What follows belongs to an exercise in optimizing a design on an open flow for small area; a production flow would make more cautious choices. Only the layout flow was run in this run; the RTL was not checked for function there. Power and IR drop assume default switching activity.

==> design/flow/design.v <==
module tod_counter (
    input             clk,
    input             rst_n,
    input             cmd_valid,
    output            cmd_ready,
    input      [31:0] cmd_w6,
    input      [31:0] cmd_w7,
    input      [31:0] cmd_w8,
    input      [31:0] cmd_w9,
    output reg        cpl_valid,
    output            cpl_ok,
    output     [31:0] cpl_res0,
    output     [31:0] cpl_res1,
    output     [31:0] tod_ns,
    output     [31:0] tod_frac,
    output     [29:0] tod_subsec,
    output     [31:0] tod_wraps,
    output     [63:0] tod_inc,
    output reg        pps,
    output reg        wrap
);
    localparam [20:0] MOD5   = 21'd1_953_125;       
    localparam [20:0] NEGTOP = 21'd1_690_981;       
    localparam [3:0] C_IDLE = 4'd0;
    localparam [3:0] C_TAKE = 4'd1;                 
    localparam [3:0] C_W    = 4'd13;                
    localparam [3:0] C_STEP = 4'd14;                
    function [64:0] radd(input [63:0] a, input [63:0] b, input cin, input integer w);
        integer i;
        reg c;
        begin
            radd = 65'd0;
            c = cin;
            for (i = 0; i < 64; i = i + 1) begin
                if (i < w) begin
                    radd[i] = a[i] ^ b[i] ^ c;
                    c = (a[i] & b[i]) | (c & (a[i] ^ b[i]));
                end
            end
            radd[64] = c;
            for (i = 0; i < 64; i = i + 1)
                if (i == w) radd[i] = c;
        end
    endfunction
    function [65:0] fadd(input [63:0] a, input [63:0] b);
        reg [63:0] g, p;
        reg [64:0] c;
        reg [15:0] bg, bp;
        reg        g01, p01, g23, p23;
        integer i, j, l, s;
        begin
            g = a & b;
            p = a ^ b;
            for (j = 0; j < 16; j = j + 1) begin
                g01 = g[4*j+1] | (p[4*j+1] & g[4*j]);
                p01 = p[4*j+1] & p[4*j];
                g23 = g[4*j+3] | (p[4*j+3] & g[4*j+2]);
                p23 = p[4*j+3] & p[4*j+2];
                bg[j] = g23 | (p23 & g01);
                bp[j] = p23 & p01;
            end
            for (l = 0; l < 4; l = l + 1)
                for (j = 0; j < 16; j = j + 1)
                    if (((j + 1) % (2 << l)) == 0) begin
                        s = j - (1 << l);
                        bg[j] = bg[j] | (bp[j] & bg[s]);
                        bp[j] = bp[j] & bp[s];
                    end
            for (l = 2; l >= 0; l = l - 1)
                for (j = 0; j < 16; j = j + 1)
                    if (j >= (3 << l) - 1 && ((j + 1 - (3 << l)) % (2 << l)) == 0) begin
                        s = j - (1 << l);
                        bg[j] = bg[j] | (bp[j] & bg[s]);
                        bp[j] = bp[j] & bp[s];
                    end
            for (j = 0; j < 16; j = j + 1) begin
                c[4*j]   = (j == 0) ? 1'b0 : bg[j-1];
                c[4*j+1] = g[4*j] | (p[4*j] & c[4*j]);
                c[4*j+2] = g[4*j+1] | (p[4*j+1] & g[4*j]) | (p[4*j+1] & p[4*j] & c[4*j]);
                c[4*j+3] = g[4*j+2] | (p[4*j+2] & g[4*j+1]) | (p[4*j+2] & p[4*j+1] & g[4*j]) |
                           (p[4*j+2] & p[4*j+1] & p[4*j] & c[4*j]);
            end
            c[64] = bg[15];
            fadd = {c[32], c[64], p ^ c[63:0]};
        end
    endfunction
    function gtk(input [31:0] x, input [31:0] k);
        integer i;
        begin
            gtk = 1'b0;
            for (i = 0; i < 32; i = i + 1)
                gtk = k[i] ? (x[i] & gtk) : (x[i] | gtk);
        end
    endfunction
    function [20:0] mred(input [21:0] x);
        reg [21:0] m;
        reg [22:0] br;
        integer i;
        begin
            m = {1'b0, MOD5};
            br[0] = 1'b0;
            for (i = 0; i < 22; i = i + 1)
                br[i+1] = m[i] ? (~x[i] | br[i]) : (~x[i] & br[i]);
            for (i = 0; i < 21; i = i + 1)
                mred[i] = x[i] ^ (~br[22] & (m[i] ^ br[i]));
        end
    endfunction
    reg [63:0] acc;
    reg [29:0] subsec;
    reg [31:0] wraps;
    reg [23:0] dinc;        
    reg [31:0] hold;        
    reg [3:0]  cnt;         
    reg        dec_set, dec_step, dec_rate, dec_bad, dec_r2;
    reg        kprev;       
    wire       inc_s = dinc[23];
    assign tod_ns     = acc[63:32];
    assign tod_frac   = acc[31:0];
    assign tod_subsec = subsec;
    assign tod_wraps  = wraps;
    assign tod_inc    = {30'd0, ~inc_s, {9{inc_s}}, dinc};
    wire [2:0] kind = cmd_w6[2:0];
    wire       lock = cmd_w6[8];
    wire       w9z  = (cmd_w9 == 32'd0);
    wire       rsv_w6   = (|cmd_w6[31:9]) | (|cmd_w6[7:3]);
    wire       rsv_word = ((kind == 3'd2 || kind == 3'd3) && !w9z) ||
                          ((kind == 3'd4) && ((cmd_w7 | cmd_w8 | cmd_w9) != 32'd0));
    wire       rsv_lock = lock && (kind == 3'd3 || kind == 3'd4);
    wire       bad_rsv  = rsv_w6 | rsv_word | rsv_lock;
    wire       bad_kind = kind[2] | (kind[1] & kind[0]);
    wire       bad_sub  = (kind == 3'd0) && gtk(cmd_w8, 32'd999_999_999);
    wire       inc_ok   = ((cmd_w8 == 32'd1) && gtk(cmd_w7, 32'hFFBE_76C8)) ||
                          ((cmd_w8 == 32'd2) && !gtk(cmd_w7, 32'h0041_8937));
    wire       bad_inc  = (kind == 3'd2) && !inc_ok;
    wire       bad      = bad_rsv | bad_kind | bad_sub | bad_inc;
    wire       r2       = bad_rsv | (!bad_kind & (bad_sub | bad_inc));
    wire       at_take = (cnt == C_TAKE);
    wire       at_w    = (cnt == C_W);
    wire       at_step = (cnt == C_STEP);
    assign cmd_ready   = (at_take & !dec_step) | at_step;
    wire       accept  = rst_n & cmd_ready;
    wire       a_set   = rst_n & at_take & dec_set;
    wire       a_rate  = rst_n & at_take & dec_rate;
    wire       a_step  = rst_n & at_step;
    wire       keep    = rst_n & !a_set;                
    wire       plain   = keep & !a_step;                
    wire        d_s   = cmd_w8[31];
    wire [64:0] r_st  = radd({46'd0, cmd_w8[30:13]}, {43'd0, d_s ? NEGTOP : 21'd0}, 1'b0, 21);
    wire [35:0] dq    = {cmd_w8[12:0], cmd_w7[31:9]};
    reg  [2:0]  chunk;
    always @(*) begin
        case (cnt)
            4'd1:    chunk = dq[35:33];
            4'd2:    chunk = dq[32:30];
            4'd3:    chunk = dq[29:27];
            4'd4:    chunk = dq[26:24];
            4'd5:    chunk = dq[23:21];
            4'd6:    chunk = dq[20:18];
            4'd7:    chunk = dq[17:15];
            4'd8:    chunk = dq[14:12];
            4'd9:    chunk = dq[11:9];
            4'd10:   chunk = dq[8:6];
            4'd11:   chunk = dq[5:3];
            default: chunk = dq[2:0];
        endcase
    end
    wire [64:0] w_sum = radd({43'd0, subsec[29:9]}, {43'd0, hold[20:0]}, 1'b0, 21);
    wire [20:0] r1    = mred({hold[20:0], chunk[2]});
    wire [20:0] r2m   = mred({r1, chunk[1]});
    wire [21:0] x3    = at_w ? w_sum[21:0] : {r2m, chunk[0]};
    wire [20:0] r3    = mred(x3);
    wire [23:0] dinc_sel = a_rate ? cmd_w7[23:0] : dinc;
    wire        sel_s    = dinc_sel[23];
    wire [63:0] inc_sel  = {30'd0, ~sel_s, {9{sel_s}}, dinc_sel};
    wire [63:0] op_a  = acc & {64{keep}};
    wire [63:0] op_b  = inc_sel & {64{keep}};
    wire [63:0] op_c  = {cmd_w7, cmd_w9} & {64{a_set | a_step}};
    wire [63:0] cs_s  = op_a ^ op_b ^ op_c;
    wire [63:0] cs_c  = (op_a & op_b) | (op_a & op_c) | (op_b & op_c);
    wire [63:0] fa_a = cs_s;
    wire [63:0] fa_b = {cs_c[62:0], 1'b0};
    wire [63:0] fa_g = fa_a & fa_b;
    wire [63:0] fa_p = fa_a ^ fa_b;
    wire [63:0] fa_rg, fa_rp;
    wire [64:0] fa_c;
    genvar gj, gi;
    generate
        for (gj = 0; gj < 8; gj = gj + 1) begin : blk
            assign fa_rg[8*gj] = fa_g[8*gj];
            assign fa_rp[8*gj] = fa_p[8*gj];
            for (gi = 1; gi < 8; gi = gi + 1) begin : run
                assign fa_rg[8*gj+gi] = fa_g[8*gj+gi] | (fa_p[8*gj+gi] & fa_rg[8*gj+gi-1]);
                assign fa_rp[8*gj+gi] = fa_p[8*gj+gi] & fa_rp[8*gj+gi-1];
            end
        end
    endgenerate
    wire [7:0] bg0 = {fa_rg[63], fa_rg[55], fa_rg[47], fa_rg[39], fa_rg[31], fa_rg[23], fa_rg[15], fa_rg[7]};
    wire [7:0] bp0 = {fa_rp[63], fa_rp[55], fa_rp[47], fa_rp[39], fa_rp[31], fa_rp[23], fa_rp[15], fa_rp[7]};
    wire g10 = bg0[1] | (bp0[1] & bg0[0]),  p10 = bp0[1] & bp0[0];
    wire g32 = bg0[3] | (bp0[3] & bg0[2]),  p32 = bp0[3] & bp0[2];
    wire g54 = bg0[5] | (bp0[5] & bg0[4]),  p54 = bp0[5] & bp0[4];
    wire g76 = bg0[7] | (bp0[7] & bg0[6]),  p76 = bp0[7] & bp0[6];
    wire g30 = g32 | (p32 & g10),           p30 = p32 & p10;
    wire g74 = g76 | (p76 & g54),           p74 = p76 & p54;
    wire g70 = g74 | (p74 & g30);
    wire g20 = bg0[2] | (bp0[2] & g10);
    wire g50 = g54 | (p54 & g30);
    wire g40 = bg0[4] | (bp0[4] & g30);
    wire g60 = bg0[6] | (bp0[6] & g50);
    wire [7:0] bcin = {g60, g50, g40, g30, g20, g10, bg0[0], 1'b0};
    generate
        for (gj = 0; gj < 8; gj = gj + 1) begin : car
            assign fa_c[8*gj] = bcin[gj];
            for (gi = 1; gi < 8; gi = gi + 1) begin : in
                assign fa_c[8*gj+gi] = fa_rg[8*gj+gi-1] | (fa_rp[8*gj+gi-1] & bcin[gj]);
            end
        end
    endgenerate
    assign fa_c[64] = g70;
    wire [65:0] acc_n = {fa_c[32], fa_c[64], fa_p ^ fa_c[63:0]};
    wire        c_lo1  = cs_c[31];
    wire        c_lo2  = acc_n[65];
    wire        carry64 = acc_n[64];
    wire [1:0]  inc_hi = {~sel_s, sel_s} & {2{keep}};
    wire [8:0]  lo_e   = a_step ? cmd_w7[8:0] : (a_set ? cmd_w8[8:0] : 9'd0);
    wire [64:0] lo_p1  = radd({55'd0, subsec[8:0] & {9{keep}}}, {55'd0, lo_e}, c_lo1, 9);
    wire [64:0] lo_pre = radd({54'd0, lo_p1[9:0]}, {62'd0, inc_hi}, 1'b0, 10);
    reg  [10:0] lo_ones;
    reg  [20:0] hi_ones;
    integer oi;
    always @(*) begin
        lo_ones[0] = 1'b1;
        for (oi = 1; oi < 11; oi = oi + 1)
            lo_ones[oi] = lo_ones[oi-1] & lo_pre[oi-1];
    end
    wire [10:0] lo_sum = lo_pre[10:0] ^ (lo_ones & {11{c_lo2}});
    wire [1:0]  k_hi   = lo_sum[10:9];
    wire [20:0] hi_w   = a_step ? hold[20:0] :
                         (a_set ? cmd_w8[29:9] : (subsec[29:9] & {21{keep}}));
    wire [2:0]  hi_j   = {1'b0, k_hi} + {2'd0, a_step & kprev};
    wire [2:0]  hi_lo  = {1'b0, hi_w[1:0]} + hi_j;
    always @(*) begin
        hi_ones[2] = 1'b1;
        for (oi = 3; oi < 21; oi = oi + 1)
            hi_ones[oi] = hi_ones[oi-1] & hi_w[oi-1];
    end
    wire [20:0] hi_sum = {hi_w[20:2] ^ (hi_ones[20:2] & {19{hi_lo[2]}}), hi_lo[1:0]};
    wire        hi_ge  = (hi_sum[20:2] == MOD5[20:2]) && (hi_sum[1:0] != 2'd0);
    wire [20:0] hi_out = hi_ge ? {19'd0, hi_sum[1:0] - 2'd1} : hi_sum;
    reg  [31:0] wr_ones;
    integer wi;
    always @(*) begin
        wr_ones[0] = 1'b1;
        for (wi = 1; wi < 32; wi = wi + 1)
            wr_ones[wi] = wr_ones[wi-1] & wraps[wi-1];
    end
    wire [31:0] wraps_inc = wraps ^ (wr_ones & {32{carry64 & plain}});
    always @(posedge clk) begin
        acc    <= acc_n[63:0];
        subsec <= {hi_out, lo_sum[8:0]};
        wraps  <= wraps_inc & {32{rst_n}};
        dinc   <= dinc_sel & {24{rst_n}};
        pps    <= plain & hi_ge;
        wrap   <= plain & carry64;
        kprev  <= k_hi[0];
    end
    always @(posedge clk) begin
        if (!rst_n || accept || (cnt == C_IDLE && !cmd_valid))
            cnt <= C_IDLE;
        else
            cnt <= cnt + 4'd1;
        cpl_valid <= accept;
        if (cnt == C_IDLE) begin
            dec_set  <= !bad && (kind == 3'd0);
            dec_step <= !bad && (kind == 3'd1);
            dec_rate <= !bad && (kind == 3'd2);
            dec_bad  <= bad;
            dec_r2   <= r2;
        end
        if (cnt == C_IDLE)
            hold[20:0] <= r_st[20:0];
        else if (cmd_ready)
            hold[20:0] <= acc[52:32];
        else
            hold[20:0] <= r3;
        hold[31:21] <= acc[63:53];
    end
    assign cpl_ok   = !dec_bad;
    assign cpl_res0 = dec_bad  ? {30'd0, dec_r2, !dec_r2} :
                      dec_rate ? acc[63:32] : hold;
    assign cpl_res1 = (dec_bad | dec_rate) ? 32'd0 : acc[63:32];
endmodule
==> design/flow/flow/run.sh <==
#!/bin/bash
# The standard layout (bash standard.sh), with the port buffers that
# placement inserts made the smallest buffer cell instead of the default.
set -euo pipefail
export BUFFER_PORTS_ARGS="-buffer_cell sky130_fd_sc_hd__buf_1"
bash standard.sh > standard_flow.log 2>&1
==> design/flow/standard.sh <==
#!/bin/bash
# synth_recipe.tcl (not shown) runs the flow's synth.tcl, then flattens the netlist and writes it again
# the make line also repeats each setting of config.mk as NAME=value (left out here)
make -C /OpenROAD-flow-scripts/flow DESIGN_CONFIG=/design/flow/config.mk WORK_HOME=/design/flow/orfs CLKGATE_MAP_FILE= SYNTH_SCRIPT=/design/flow/synth_recipe.tcl "${@:-finish}"
==> design/flow/config.mk <==
export PLATFORM = sky130hd
export DESIGN_NAME = tod_counter
export DESIGN_NICKNAME = tod_counter
export VERILOG_FILES = /design/flow/design.v
export SDC_FILE = /design/flow/constraint.sdc
export NUM_CORES = 4
export LEC_CHECK = 0
export ABC_AREA = 1
export CAP_MARGIN = 20
export CORE_MARGIN = 2
export CORE_UTILIZATION = 40
export SLEW_MARGIN = 20
==> design/flow/constraint.sdc <==
create_clock -name core_clock -period 12.0 [get_ports {clk}]
set_input_delay 2.4000 -clock core_clock [delete_from_list [all_inputs] [get_ports {clk}]]
set_output_delay 2.4000 -clock core_clock [all_outputs]
set_load 0.01 [all_outputs]
==> run_results.csv <==
group,metric,value,unit
cells_and_area,nets,3009,
logic_synthesis,syn_inst,2314,
place,io_buffers,359,
worst_setup_path,critical_path_arrival,11.47,ns
cells_and_area,post_route_cells_drive_above_1_share,0.0686,
floorplanning,initial_core_util,0.406,
routing,vias,16300,
routing,vias_per_cell,5.08,
logic_synthesis,synth_area,16200,um^2
routing,ant_nets,0,
outcome,status,"timing/DRC/antenna clean",
place,dpl_cell_area,18200,um^2
timing,hold_viol,0,
clock_tree,cts_tree,"done",
logic_synthesis,yosysSeqAreaShare,0.245,
global_routing,grt_max_degree,63,
routing,wl,59.4,mm
logic_synthesis,synth.avg_cell_area,6.99,um^2
clock_tree,clock_sink_count,195,
routing,first_iter_violations,1234,
worst_setup_path,cp.required,12.35,ns
global_routing,track_usage,0.283,
routing,first_pass_iters,6,
worst_setup_path,startpoint,"rst_n",
logic_synthesis,yosys.area_share.adder,0.202,
cells_and_area,n_fill_cell,4219,
clock_tree,numCtsBuffers,17,
clock_tree,path_clk_slew,0.07,ns
place,gp_congestion,0.991,
worst_setup_path,cp-end-kind,"flip-flop",
cells_and_area,fin_util,0.472,
worst_setup_path,cp_top_family,"adder cells",
global_routing,antenna_found_initial,4,
worst_setup_path,max_stage_delay,0.43,ns
floorplanning,rows,73,
cells_and_area,syn2layout_area_growth,16.2,%
min_path,hp-class,"reg2reg",
clock_tree,clockRootBuffer,"clkbuf_16",
logic_synthesis,synthDistinctLibCells,61,
job,cap_violations,0,
min_path,holdPathStages,0,
global_routing,overflow,0,
routing,wl_per_cell,18.5,um
worst_setup_path,rrSetupSlack,1.95,ns
power_and_ir_drop,ir_drop,0.117,mV
logic_synthesis,ys_ff_latch,195,
timing,finalCriticalPeriod,11.12,ns
routing,route.detailed.drc,0,
timing,fmax,89.9,MHz
power_and_ir_drop,finalPower,2970,uW
worst_setup_path,path_common_cell,"inv_1",
timing,worst_pin_slew,1.02,ns
clock_tree,clockBufferDepth,2,
logic_synthesis,synth_ff_type,"dfxtp_1",
clock_tree,h-tree-depth,4,
timing,fin_skew,0.0214,ns
worst_setup_path,startpoint_type,"input pin",
logic_synthesis,synth-edff-count,5,
floorplanning,die_x,205,um
worst_setup_path,worst-path-buf-inv,21,
floorplanning,fp.dieH,205,um
floorplanning,dieArea,42000,um^2
timing,setup_violations,0,
clock_tree,holdBufCountCts,0,
logic_synthesis,synth-compound-area-share,0.119,
worst_setup_path,worstSetupPathType,"in2reg",
logic_synthesis,yosys-mux-area-fraction,0.000619,
min_path,min_to,"hold[23]$_DFF_P_",
worst_setup_path,reg2regPathDepth,74,
min_path,worstHoldStart,"acc[55]$_DFF_P_",
logic_synthesis,yosys.area_share.simple,0.256,
global_routing,grt_pass1_wl,90.0,mm
floorplanning,io_pins,390,
cells_and_area,design_area,18800,um^2
clock_tree,worstSkewPairLatency,0.47,ns
power_and_ir_drop,p_per_area,158,nW/um^2
timing,slew_headroom,0.318,
worst_setup_path,reg2reg_from,"cnt[0]$_SDFF_PP0_",
timing,final.period_utilization,0.927,
worst_setup_path,reg2reg_to,"subsec[9]$_DFF_P_",
logic_synthesis,synth_xor_area_frac,0.0423,
logic_synthesis,yosysWarningCount,1,
worst_setup_path,critPathSlowestCell,"fa_1",
power_and_ir_drop,p_leak,0.00881,uW
floorplanning,coreArea,39800,um^2
logic_synthesis,synth_top_family_by_area,"simple AND/OR/NAND/NOR gates",
place,hpwlAfterDp,49.1,mm
worst_setup_path,critPathMaxFanout,7,
timing,report.final.slew_viol_count,0,
logic_synthesis,synthArstFlopShare,0,
global_routing,first_global_vias,15700,
[cell families after synthesis]
group,count (synthesis)
AND/OR/NAND/NOR,957
buffers and inverters,528
AO/OA/AOI/OAI,346
adder cells (fa/ha/maj),208
flip-flops,195
XOR/XNOR,78
other,1
multiplexers,1
[cells in the final DEF (no fill, tap or decap), types with 5 or more instances in the layout]
cell / netlist / routed
dfxtp_1: 190 / 190
xor2_1: 53 / 53
nand3_1: 92 / 92
buf_1: 1 / 358
xnor2_1: 25 / 25
o21ai_0: 111 / 111
buf_4: 46 / 61
conb_1: 1 / 30
nor2_1: 421 / 412
inv_2: 8 / 10
a221oi_1: 5 / 5
o21bai_1: 11 / 11
clkbuf_16: 0 / 18
inv_1: 406 / 403
a21oi_2: 3 / 7
o21ai_1: 6 / 5
nor2_2: 4 / 11
a31oi_1: 13 / 13
ha_1: 120 / 120
nand2_2: 21 / 22
o22ai_1: 13 / 13
a21oi_1: 155 / 150
fa_1: 88 / 83
or2_2: 8 / 8
fa_2: 0 / 5
nor3_1: 28 / 26
nand4_1: 27 / 27
o21a_1: 6 / 6
nand2_1: 296 / 295
nand2_4: 8 / 8
edfxtp_1: 5 / 5
nor4_1: 37 / 36
[layout make-up]
cell class | instances | area [um^2] | share of cell area
Multi-Input combinational cell | 1620 | 10200 | 0.544
Sequential cell | 195 | 3950 | 0.210
Timing Repair Buffer | 421 | 1830 | 0.0972
Inverter | 415 | 1560 | 0.0830
Tap cell | 525 | 657 | 0.0350
Clock buffer | 20 | 468 | 0.0249
Clock inverter | 10 | 98.8 | 0.00526
Antenna cell | 4 | 10.0 | 0.000533
[metal layers]
layer	vias up	global-route usage	routed length (um)
met5	-	0	0
met4	0	0.145	3110
met3	134	0.0535	3860
met2	607	0.464	27700
met1	7619	0.355	24700
li1	7962	-	-
[synth_stat cells (8+ instances only)]
master / n / share of area
nor2_1: 421 / 0.098
inv_1: 406 / 0.094
nand2_1: 296 / 0.069
dfxtp_1: 190 / 0.24
a21oi_1: 155 / 0.048
ha_1: 120 / 0.093
o21ai_0: 111 / 0.034
nand3_1: 92 / 0.028
fa_1: 88 / 0.11
clkbuf_1: 54 / 0.013
xor2_1: 53 / 0.029
buf_4: 46 / 0.021
nor4_1: 37 / 0.014
nor3_1: 28 / 0.0087
nand4_1: 27 / 0.010
xnor2_1: 25 / 0.014
nand2_2: 21 / 0.0081
a31oi_1: 13 / 0.0050
o22ai_1: 13 / 0.0050
o21bai_1: 11 / 0.0051
inv_2: 8 / 0.0019
nand2_4: 8 / 0.0056
or2_2: 8 / 0.0031
[metrics by stage]
stage | TNS (ns) | cells | worst slack (ns) | hold WS (ns)
floorplan | 0 | 2343 | 0.0359 | 0.393
global placement | 0 | 3175 | 0.138 | 0.363
detailed placement | 0 | 3175 | 0.0312 | 0.364
CTS | 0 | 3205 | 0.498 | 0.375
global route | -0.0322 | 3208 | -0.0174 | 0.385
finish | 0 | 3210 | 0.879 | 0.371
[state kept, by name, summed over array words and instances, names as in the netlist, 4 cells and up]
signal  cells
wraps      32
subsec     30
hold       32
acc        64
dinc       24
cnt         4
[what timing repair did]
item | CTS | global route
gates resized for setup | 0 | 17
buffers inserted | 0 | 1
endpoints found under the setup margin | 0 | 15
[power by group]
part	internal (uW)	switching, uW
combinational	516	1060
sequential	720	89.0
clock	304	279
total	1540	1430
[how the worst max path moves through the flow]
stage                                        to  depth (start not counted)
after CTS                     subsec[9]$_DFF_P_                         74
after detailed placement      subsec[9]$_DFF_P_                         74
after global placement        subsec[9]$_DFF_P_                         74
final                         subsec[9]$_DFF_P_                         74
after floorplan           subsec[11]$_SDFF_PP0_                         77
after global routing          subsec[9]$_DFF_P_                         74

[afterwards: timing with drivers on the ports]
In the flow no input, the clock included, has a driving cell. The finished layout below was timed again as built, in two steps.
Step 1 sets driving cells, clkbuf_16 on the clock port and buf_2 on the other inputs (assumed; they add their load-dependent delay and slew).
Step 2, shift: input delay + t, output delay - t, t = (earliest + latest rising clock arrival at the registers) / 2. This alone moves slack from input paths to output paths.
Three values: ideal, step 1, step 2; two values: the first two.
t (ns): 0.519
slack for setup (ns): 0.879 / 0.915 / 0.396
worst setup path after step 2: input to register
latest minus earliest clock arrival (ns): 0.022 / 0.022
After both steps this run still meets setup and hold. The setup slack of this run moves by +0.036 ns with the drivers and by -0.483 ns with both steps.
